Context: an optimization exercise on an open-source flow, tuned for small area. The choices shown serve that exercise and are no tape-out recipe.
Function was checked by simulation only, so behaviour that the tests miss may differ from the original.
Power is estimated from default activity; no workload was simulated.

==> 03-23: inputs <==
## posfb_top
module posfb_top (
    input  wire        clk,
    input  wire        rst,
    input  wire [2:0]  enc_a,
    input  wire [2:0]  enc_b,
    input  wire [2:0]  enc_z,
    input  wire [8:0]  cfg_filt,
    input  wire [2:0]  cfg_inv,
    input  wire [5:0]  cfg_idx_mode,
    input  wire [14:0] cfg_dir_hyst,
    input  wire [71:0] cfg_index_nom,
    input  wire [23:0] cfg_index_tol,
    input  wire [23:0] still_lim,
    input  wire [2:0]  clr_quad,
    input  wire [2:0]  clr_dirchg,
    input  wire [2:0]  clr_cnterr,
    input  wire [2:0]  clr_errs,
    input  wire        spd_req,
    input  wire [1:0]  spd_ch,
    output reg         spd_busy,
    output reg         spd_done,
    output wire [31:0] spd_val,
    output wire [95:0] cnt,
    output wire [2:0]  dir,
    output wire [2:0]  dir_chg,
    output wire [2:0]  quad_err,
    output wire [2:0]  cnt_err,
    output wire [2:0]  still,
    output wire [2:0]  idx_valid,
    output wire [95:0] idx_cnt,
    output wire [95:0] idx_tick,
    output wire [95:0] idx_diff,
    output wire [47:0] quad_errs,
    output wire [23:0] idx_errs
);
    function [32:0] add32;
        input [31:0] a;
        input [31:0] b;
        input        ci;
        reg   [31:0] p, G, P;
        integer      i, l;
        begin
            p = a ^ b;
            G = a & b;
            P = p;
            G[0] = G[0] | (p[0] & ci);
            for (l = 1; l < 32; l = l * 2)
                for (i = 2 * l - 1; i < 32; i = i + 2 * l) begin
                    G[i] = G[i] | (P[i] & G[i-l]);
                    P[i] = P[i] & P[i-l];
                end
            for (l = 8; l >= 1; l = l / 2)
                for (i = 3 * l - 1; i < 32; i = i + 2 * l) begin
                    G[i] = G[i] | (P[i] & G[i-l]);
                    P[i] = P[i] & P[i-l];
                end
            add32[0] = p[0] ^ ci;
            for (i = 1; i < 32; i = i + 1)
                add32[i] = p[i] ^ G[i-1];
  ...
Settings: LEC_CHECK=0, ABC_AREA=1, CAP_MARGIN=5, CORE_MARGIN=2, CORE_UTILIZATION=60, PLACE_DENSITY=0.7, SLEW_MARGIN=5; clock period 9.0 ns.
standard.sh (not shown) runs the stock make flow with config.mk's settings and CLKGATE_MAP_FILE= SYNTH_SCRIPT=/design/flow/synth_recipe.tcl, a recipe that flattens the netlist after the stock synthesis.
==> flow/flow/run.sh <==
#!/bin/bash
set -euo pipefail
bash standard.sh finish "BUFFER_PORTS_ARGS=-buffer_cell sky130_fd_sc_hd__buf_1" \
  "CTS_ARGS=-sink_clustering_enable -repair_clock_nets -buf_list sky130_fd_sc_hd__clkbuf_4 -sink_clustering_size 8 -sink_clustering_max_diameter 50 -dont_use_dummy_load" \
  > flow_make.log 2>&1
==> 12-08: changes against 03-23 <==
CAP_MARGIN = 20   (was 5)
CORE_UTILIZATION = 50   (was 60)
PLACE_DENSITY = 0.6   (was 0.7)
SLEW_MARGIN = 20   (was 5)
==> 04-18: changes against 03-23 <==
--- a/flow/design.v
+++ b/flow/design.v
@@ -208,18 +208,13 @@
         itk_b    = itk_lo[6];
         for (i = 6; i < 32; i = i + 1) begin
             itk[i] = tick[i] ^ itk_b;
             itk_b  = itk_b & ~tick[i];
         end
     end
-    wire        chk_neg;
-    wire [31:0] nom_x;
-    wire [32:0] add_s = add32(chk_pend ? idx_diff : cnt_next,
-                              chk_pend ? nom_x : ~idx_cnt,
-                              chk_pend ? ~chk_neg : 1'b1);
-    wire [31:0] diff_new = add_s[31:0];
+    wire [32:0] diff_new = add32(cnt_next, ~idx_cnt, 1'b1);
     wire       err_quad = illegal;
     wire       idx_fail;
     always @(posedge clk) begin
         if (rst) begin
             idx_cnt       <= 32'd0;
             idx_tick      <= 32'd0;
@@ -229,13 +224,13 @@
         end else begin
             chk_pend <= 1'b0;
             if (idx_event) begin
                 idx_cnt  <= cnt_next;
                 idx_tick <= itk;
                 if (idx_valid && !err_quad) begin
-                    idx_diff <= diff_new;
+                    idx_diff <= diff_new[31:0];
                     chk_pend <= 1'b1;
                 end
             end
             if (err_quad || idx_fail)
                 idx_valid <= 1'b0;
             else if (idx_event)
@@ -250,15 +245,16 @@
                 chk_down  <= dir_next;
             end
         end else if (dir_flip) begin
             chg_since_idx <= 1'b1;
         end
     end
-    assign      chk_neg = chk_any_k ? idx_diff[31] : chk_down;
-    assign      nom_x   = {8'd0, cfg_index_nom} ^ {32{~chk_neg}};
-    wire [31:0] err_k   = add_s[31:0];
+    wire        chk_neg = chk_any_k ? idx_diff[31] : chk_down;
+    wire [31:0] nom_x   = {8'd0, cfg_index_nom} ^ {32{~chk_neg}};
+    wire [32:0] err_s   = add32(idx_diff, nom_x, ~chk_neg);
+    wire [31:0] err_k   = err_s[31:0];
     function in_tol;
         input [31:0] x;
         input [7:0]  tol;
         reg   [8:0]  s;
         begin
             s = {1'b0, x[7:0]} + {1'b0, tol};
@@ -460,24 +456,31 @@
                 sel_zero = spd_zero[2];  sel_dir = dir[2];
             end
         endcase
     end
     localparam [31:0] NUM = 32'd1280000000;
     reg [31:0] div_r;        
-    reg        div_lsb;      
     reg [31:0] div_d;        
     reg [28:0] div_q;        
     reg [4:0]  div_i;        
     reg [1:0]  div_ph;       
     reg        div_zero;
     reg        div_neg;
-    wire [31:0] r_shift = {div_r[30:0], (div_ph == 2'd0) ? NUM[div_i] : div_lsb};
-    wire [31:0] op_b    = (div_ph == 2'd1) ? tick : div_d;
-    wire [32:0] op_s    = add32(r_shift, ~op_b, 1'b1);
-    wire        op_ge   = op_s[32];
-    wire        use_4t  = (op_s[31:29] == 3'd0) && ({3'd0, div_q} >= op_s[28:0]) ? 1'b1 : 1'b0;
+    wire [31:0] r_shift = {div_r[30:0], NUM[div_i]};
+    reg  [31:0] op_a, op_b;
+    reg         op_ci;
+    always @(*) begin
+        case (div_ph)
+            2'd1:    begin op_a = tick;           op_b = div_r; op_ci = 1'b0; end
+            2'd2:    begin op_a = div_r;          op_b = div_d; op_ci = 1'b1; end
+            2'd3:    begin op_a = {3'd0, div_q};  op_b = div_d; op_ci = 1'b1; end
+            default: begin op_a = r_shift;        op_b = div_d; op_ci = 1'b1; end
+        endcase
+    end
+    wire [32:0] op_s = add32(op_a, ~op_b, op_ci);
+    wire        op_ge = op_s[32];
     always @(posedge clk) begin
         if (rst) begin
             spd_busy <= 1'b0;
             spd_done <= 1'b0;
         end else begin
             spd_done <= 1'b0;
@@ -490,33 +493,37 @@
             end
         end
     end
     always @(posedge clk) begin
         if (!spd_busy) begin
             if (spd_req) begin
-                div_r    <= {1'b0, sel_new[31:1]};
-                div_lsb  <= sel_new[0];
+                div_r    <= sel_new;
                 div_d    <= sel_old;
                 div_ph   <= 2'd1;
                 div_zero <= sel_zero;
                 div_neg  <= sel_dir;
             end
         end else begin
             case (div_ph)
                 2'd1: begin
-                    div_q  <= {~op_s[26:0], 2'b00};
+                    div_q  <= {op_s[26:0], 2'b00};
                     div_ph <= 2'd2;
                 end
                 2'd2: begin
-                    div_d    <= use_4t ? {3'd0, div_q} : op_s[31:0];
-                    div_r    <= 32'd2;       
-                    div_q    <= 29'd0;
-                    div_i    <= 5'd28;
+                    div_d    <= op_s[31:0];
                     div_zero <= div_zero | op_s[31];
-                    div_neg  <= div_neg & ~(div_zero | op_s[31]);
-                    div_ph   <= 2'd0;
+                    div_ph   <= 2'd3;
+                end
+                2'd3: begin
+                    if (op_ge)
+                        div_d <= {3'd0, div_q};
+                    div_r   <= 32'd2;        
+                    div_q   <= 29'd0;
+                    div_i   <= 5'd28;
+                    div_neg <= div_neg & ~div_zero;
+                    div_ph  <= 2'd0;
                 end
                 default: begin
                     div_r <= op_ge ? op_s[31:0] : r_shift;
                     div_q <= {div_q[27:0], op_ge & ~div_zero};
                     div_i <= div_i - 5'd1;
                 end
==> flow/flow/run.sh (replaced) <==
#!/bin/bash
set -euo pipefail
bash standard.sh finish "BUFFER_PORTS_ARGS=-buffer_cell sky130_fd_sc_hd__buf_1" > flow_make.log 2>&1
ABC_AREA = unset   (was 1)
CAP_MARGIN = 20   (was 5)
CTS_BUF_LIST = sky130_fd_sc_hd__clkbuf_4   (was unset)
SLEW_MARGIN = 20   (was 5)
==> 09-22: changes against 03-23 <==
--- a/flow/design.v
+++ b/flow/design.v
@@ -208,18 +208,13 @@
         itk_b    = itk_lo[6];
         for (i = 6; i < 32; i = i + 1) begin
             itk[i] = tick[i] ^ itk_b;
             itk_b  = itk_b & ~tick[i];
         end
     end
-    wire        chk_neg;
-    wire [31:0] nom_x;
-    wire [32:0] add_s = add32(chk_pend ? idx_diff : cnt_next,
-                              chk_pend ? nom_x : ~idx_cnt,
-                              chk_pend ? ~chk_neg : 1'b1);
-    wire [31:0] diff_new = add_s[31:0];
+    wire [32:0] diff_new = add32(cnt_next, ~idx_cnt, 1'b1);
     wire       err_quad = illegal;
     wire       idx_fail;
     always @(posedge clk) begin
         if (rst) begin
             idx_cnt       <= 32'd0;
             idx_tick      <= 32'd0;
@@ -229,13 +224,13 @@
         end else begin
             chk_pend <= 1'b0;
             if (idx_event) begin
                 idx_cnt  <= cnt_next;
                 idx_tick <= itk;
                 if (idx_valid && !err_quad) begin
-                    idx_diff <= diff_new;
+                    idx_diff <= diff_new[31:0];
                     chk_pend <= 1'b1;
                 end
             end
             if (err_quad || idx_fail)
                 idx_valid <= 1'b0;
             else if (idx_event)
@@ -250,15 +245,16 @@
                 chk_down  <= dir_next;
             end
         end else if (dir_flip) begin
             chg_since_idx <= 1'b1;
         end
     end
-    assign      chk_neg = chk_any_k ? idx_diff[31] : chk_down;
-    assign      nom_x   = {8'd0, cfg_index_nom} ^ {32{~chk_neg}};
-    wire [31:0] err_k   = add_s[31:0];
+    wire        chk_neg = chk_any_k ? idx_diff[31] : chk_down;
+    wire [31:0] nom_x   = {8'd0, cfg_index_nom} ^ {32{~chk_neg}};
+    wire [32:0] err_s   = add32(idx_diff, nom_x, ~chk_neg);
+    wire [31:0] err_k   = err_s[31:0];
     function in_tol;
         input [31:0] x;
         input [7:0]  tol;
         reg   [8:0]  s;
         begin
             s = {1'b0, x[7:0]} + {1'b0, tol};
@@ -460,24 +456,31 @@
                 sel_zero = spd_zero[2];  sel_dir = dir[2];
             end
         endcase
     end
     localparam [31:0] NUM = 32'd1280000000;
     reg [31:0] div_r;        
-    reg        div_lsb;      
     reg [31:0] div_d;        
     reg [28:0] div_q;        
     reg [4:0]  div_i;        
     reg [1:0]  div_ph;       
     reg        div_zero;
     reg        div_neg;
-    wire [31:0] r_shift = {div_r[30:0], (div_ph == 2'd0) ? NUM[div_i] : div_lsb};
-    wire [31:0] op_b    = (div_ph == 2'd1) ? tick : div_d;
-    wire [32:0] op_s    = add32(r_shift, ~op_b, 1'b1);
-    wire        op_ge   = op_s[32];
-    wire        use_4t  = (op_s[31:29] == 3'd0) && ({3'd0, div_q} >= op_s[28:0]) ? 1'b1 : 1'b0;
+    wire [31:0] r_shift = {div_r[30:0], NUM[div_i]};
+    reg  [31:0] op_a, op_b;
+    reg         op_ci;
+    always @(*) begin
+        case (div_ph)
+            2'd1:    begin op_a = tick;           op_b = div_r; op_ci = 1'b0; end
+            2'd2:    begin op_a = div_r;          op_b = div_d; op_ci = 1'b1; end
+            2'd3:    begin op_a = {3'd0, div_q};  op_b = div_d; op_ci = 1'b1; end
+            default: begin op_a = r_shift;        op_b = div_d; op_ci = 1'b1; end
+        endcase
+    end
+    wire [32:0] op_s = add32(op_a, ~op_b, op_ci);
+    wire        op_ge = op_s[32];
     always @(posedge clk) begin
         if (rst) begin
             spd_busy <= 1'b0;
             spd_done <= 1'b0;
         end else begin
             spd_done <= 1'b0;
@@ -490,33 +493,37 @@
             end
         end
     end
     always @(posedge clk) begin
         if (!spd_busy) begin
             if (spd_req) begin
-                div_r    <= {1'b0, sel_new[31:1]};
-                div_lsb  <= sel_new[0];
+                div_r    <= sel_new;
                 div_d    <= sel_old;
                 div_ph   <= 2'd1;
                 div_zero <= sel_zero;
                 div_neg  <= sel_dir;
             end
         end else begin
             case (div_ph)
                 2'd1: begin
-                    div_q  <= {~op_s[26:0], 2'b00};
+                    div_q  <= {op_s[26:0], 2'b00};
                     div_ph <= 2'd2;
                 end
                 2'd2: begin
-                    div_d    <= use_4t ? {3'd0, div_q} : op_s[31:0];
-                    div_r    <= 32'd2;       
-                    div_q    <= 29'd0;
-                    div_i    <= 5'd28;
+                    div_d    <= op_s[31:0];
                     div_zero <= div_zero | op_s[31];
-                    div_neg  <= div_neg & ~(div_zero | op_s[31]);
-                    div_ph   <= 2'd0;
+                    div_ph   <= 2'd3;
+                end
+                2'd3: begin
+                    if (op_ge)
+                        div_d <= {3'd0, div_q};
+                    div_r   <= 32'd2;        
+                    div_q   <= 29'd0;
+                    div_i   <= 5'd28;
+                    div_neg <= div_neg & ~div_zero;
+                    div_ph  <= 2'd0;
                 end
                 default: begin
                     div_r <= op_ge ? op_s[31:0] : r_shift;
                     div_q <= {div_q[27:0], op_ge & ~div_zero};
                     div_i <= div_i - 5'd1;
                 end
==> flow/run.sh (new file) <==
#!/bin/bash
# synth_recipe.tcl (not shown) runs the flow's synth.tcl, then flattens the netlist and writes it again
# the make line also repeats each setting of config.mk as NAME=value (left out here)
make -C /OpenROAD-flow-scripts/flow DESIGN_CONFIG=/design/flow/config.mk WORK_HOME=/design/flow/orfs CLKGATE_MAP_FILE= SYNTH_SCRIPT=/design/flow/synth_recipe.tcl finish
ABC_AREA = unset   (was 1)
CAP_MARGIN = 20   (was 5)
CORE_UTILIZATION = 40   (was 60)
PLACE_DENSITY = 0.6   (was 0.7)
SLEW_MARGIN = 20   (was 5)
removed: flow/flow/run.sh
removed: flow/standard.sh
==> notes.md <==
Design area: 09-22 > 04-18 > 12-08 > 03-23.
In 12-08 the clock skew is higher than in 09-22, by 79 ps.
Of 03-23 and 04-18, 03-23 has the higher sequential share of layout area (gap 3.2 points).
In area after synthesis, 03-23 and 12-08 do not differ.
Clock-buffer cell count, lowest first: 03-23, 12-08, 09-22, 04-18.
==> figures <==
item	09-22	12-08	03-23	04-18
Run status	timing/DRC/antenna clean	timing/DRC/antenna clean	timing/DRC/antenna clean	timing/DRC/antenna clean
Setup slack after layout	261 ps	297 ps	328 ps	398 ps
Die Height	406 um	357 um	326 um	332 um
Count of vias placed by the detailed router	47767	50096	50360	48729
Power in sequential cells	6.08 mW	6.07 mW	6.06 mW	6.07 mW
Combinational share of power	11.8%	16.6%	16.6%	11.7%
Power consumed by combinational cells	1.59 mW	1.78 mW	1.76 mW	1.45 mW
Depth of the CTS H-tree	4	4	4	5
Setup repair after global routing missed its margin	yes	-	-	no
Multiplexer area fraction after synthesis	3.76%	0.804%	0.804%	3.76%
Clock Power Share	43.0%	26.6%	26.0%	39.3%

========
==> job 3608 <==
posfb_top, a different RTL version from the one above (not shown whole).
==> flow/config.mk <==
export PLATFORM = sky130hd
export DESIGN_NAME = posfb_top
export DESIGN_NICKNAME = posfb_top
export VERILOG_FILES = /design/flow/design.v
export SDC_FILE = /design/flow/constraint.sdc
export NUM_CORES = 4
export LEC_CHECK = 0
export CAP_MARGIN = 20
export CORE_MARGIN = 2
export CORE_UTILIZATION = 60
export CTS_BUF_LIST = sky130_fd_sc_hd__clkbuf_4
export PLACE_DENSITY = 0.7
export SLEW_MARGIN = 20
==> flow/constraint.sdc <==
create_clock -name core_clock -period 9.0 [get_ports {clk}]
set_input_delay 1.8000 -clock core_clock [delete_from_list [all_inputs] [get_ports {clk}]]
set_output_delay 1.8000 -clock core_clock [all_outputs]
set_load 0.01 [all_outputs]
==> flow/flow/run.sh <==
#!/bin/bash
set -euo pipefail
bash standard.sh finish "BUFFER_PORTS_ARGS=-buffer_cell sky130_fd_sc_hd__buf_1" > flow_make.log 2>&1
==> job 2942 (differences from job 3608) <==
--- a/flow/design.v
+++ b/flow/design.v
@@ -458,35 +458,28 @@
             default: begin
                 sel_new = st_new[95:64]; sel_old = st_old[95:64];
                 sel_zero = spd_zero[2];  sel_dir = dir[2];
             end
         endcase
     end
     localparam [31:0] NUM = 32'd1280000000;
     reg [31:0] div_r;        
+    reg        div_lsb;      
     reg [31:0] div_d;        
     reg [28:0] div_q;        
     reg [4:0]  div_i;        
     reg [1:0]  div_ph;       
     reg        div_zero;
     reg        div_neg;
-    wire [31:0] r_shift = {div_r[30:0], NUM[div_i]};
-    reg  [31:0] op_a, op_b;
-    reg         op_ci;
-    always @(*) begin
-        case (div_ph)
-            2'd1:    begin op_a = tick;           op_b = div_r; op_ci = 1'b0; end
-            2'd2:    begin op_a = div_r;          op_b = div_d; op_ci = 1'b1; end
-            2'd3:    begin op_a = {3'd0, div_q};  op_b = div_d; op_ci = 1'b1; end
-            default: begin op_a = r_shift;        op_b = div_d; op_ci = 1'b1; end
-        endcase
-    end
-    wire [32:0] op_s = add32(op_a, ~op_b, op_ci);
-    wire        op_ge = op_s[32];
+    wire [31:0] r_shift = {div_r[30:0], (div_ph == 2'd0) ? NUM[div_i] : div_lsb};
+    wire [31:0] op_b    = (div_ph == 2'd1) ? tick : div_d;
+    wire [32:0] op_s    = add32(r_shift, ~op_b, 1'b1);
+    wire        op_ge   = op_s[32];
+    wire        use_4t  = (op_s[31:29] == 3'd0) && ({3'd0, div_q} >= op_s[28:0]) ? 1'b1 : 1'b0;
     always @(posedge clk) begin
         if (rst) begin
             spd_busy <= 1'b0;
             spd_done <= 1'b0;
         end else begin
             spd_done <= 1'b0;
             if (!spd_busy) begin
                 if (spd_req)
@@ -495,41 +488,37 @@
                 spd_busy <= 1'b0;
                 spd_done <= 1'b1;
             end
         end
     end
     always @(posedge clk) begin
         if (!spd_busy) begin
             if (spd_req) begin
-                div_r    <= sel_new;
+                div_r    <= {1'b0, sel_new[31:1]};
+                div_lsb  <= sel_new[0];
                 div_d    <= sel_old;
                 div_ph   <= 2'd1;
                 div_zero <= sel_zero;
                 div_neg  <= sel_dir;
             end
         end else begin
             case (div_ph)
                 2'd1: begin
-                    div_q  <= {op_s[26:0], 2'b00};
+                    div_q  <= {~op_s[26:0], 2'b00};
                     div_ph <= 2'd2;
                 end
                 2'd2: begin
-                    div_d    <= op_s[31:0];
+                    div_d    <= use_4t ? {3'd0, div_q} : op_s[31:0];
+                    div_r    <= 32'd2;       
+                    div_q    <= 29'd0;
+                    div_i    <= 5'd28;
                     div_zero <= div_zero | op_s[31];
-                    div_ph   <= 2'd3;
-                end
-                2'd3: begin
-                    if (op_ge)
-                        div_d <= {3'd0, div_q};
-                    div_r   <= 32'd2;        
-                    div_q   <= 29'd0;
-                    div_i   <= 5'd28;
-                    div_neg <= div_neg & ~div_zero;
-                    div_ph  <= 2'd0;
+                    div_neg  <= div_neg & ~(div_zero | op_s[31]);
+                    div_ph   <= 2'd0;
                 end
                 default: begin
                     div_r <= op_ge ? op_s[31:0] : r_shift;
                     div_q <= {div_q[27:0], op_ge & ~div_zero};
                     div_i <= div_i - 5'd1;
                 end
             endcase
         end
==> flow/flow/run.sh (replaced) <==
#!/bin/bash
set -euo pipefail
bash standard.sh finish "BUFFER_PORTS_ARGS=-buffer_cell sky130_fd_sc_hd__buf_1" \
  "CTS_ARGS=-sink_clustering_enable -repair_clock_nets -buf_list sky130_fd_sc_hd__clkbuf_4 -sink_clustering_size 10 -sink_clustering_max_diameter 45 -dont_use_dummy_load" \
  > flow_make.log 2>&1
CTS_BUF_LIST = default   (was sky130_fd_sc_hd__clkbuf_4)
==> comparison table <==
item	job 3608	job 2942
Detailed router's first-iteration violation count	4,282	4,185
Synth-to-Final Area Change	12.61%	8.521%
Maximum VDD drop	0.1240 mV	0.1065 mV
WL met2	86,370 um	81,680 um
Worst Clk Skew	0.08657 ns	0.1159 ns
Post-layout instance count excluding filler cells	8,522	8,094
Core area	103,900 um2	103,600 um2
Worst slack on hold paths	0.3534 ns	0.3791 ns
First-pass GRT wire length	281,100 um	272,800 um
Run status	timing/DRC/antenna clean	timing/DRC/antenna clean
Non-Clock Buffer Count	764	801
Crit path buf inv count	2	1
Worst reg2reg path depth	24	28
Pwr Total	12,480 uW	10,360 uW

## port drivers added, routing unchanged
The flow's constraints put no driver on any port. The routed layouts listed below were extracted and timed again, unchanged, in two steps.
Step 1 (the two cells are an assumption about what drives the block):
set clk [get_ports {clk}]
set_driving_cell -lib_cell sky130_fd_sc_hd__clkbuf_16 $clk
set_driving_cell -lib_cell sky130_fd_sc_hd__buf_2 [delete_from_list [all_inputs] $clk]
Step 2 adds t to the input delays and takes it off the output delays; t is the mean of the earliest and latest rising clock arrival at the registers after step 1. Input paths then give back, and output paths get back, about the clock's delay inside the block.
Three values: ideal, step 1, step 2; two values: the first two.
run | t (ns) | setup WS [ns] | hold WS [ns] | worst setup path at the end
03-23 | 1.147 | 0.328 / 0.246 / 0.111 | 0.321 / 0.321 / 0.321 | input to register
12-08 | 1.237 | 0.297 / 0.212 / 0.173 | 0.362 / 0.362 / 0.362 | input to register
04-18 | 1.209 | 0.398 / 0.325 / -0.122 | 0.346 / 0.346 / 0.346 | input to register
09-22 | 0.862 | 0.261 / 0.180 / -0.595 | 0.397 / 0.397 / 0.397 | input to register
job 3608 | 1.242 | 0.284 / 0.208 / -0.146 | 0.353 / 0.353 / 0.353 | input to register
job 2942 | 1.133 | 0.304 / 0.229 / -0.241 | 0.379 / 0.379 / 0.379 | input to register
With both steps, setup timing fails in 04-18, 09-22, job 3608 and job 2942, where it was met with ideal ports. The setup slack of 09-22, which loses most, moves by -0.081 ns with the drivers and by -0.856 ns with both steps.
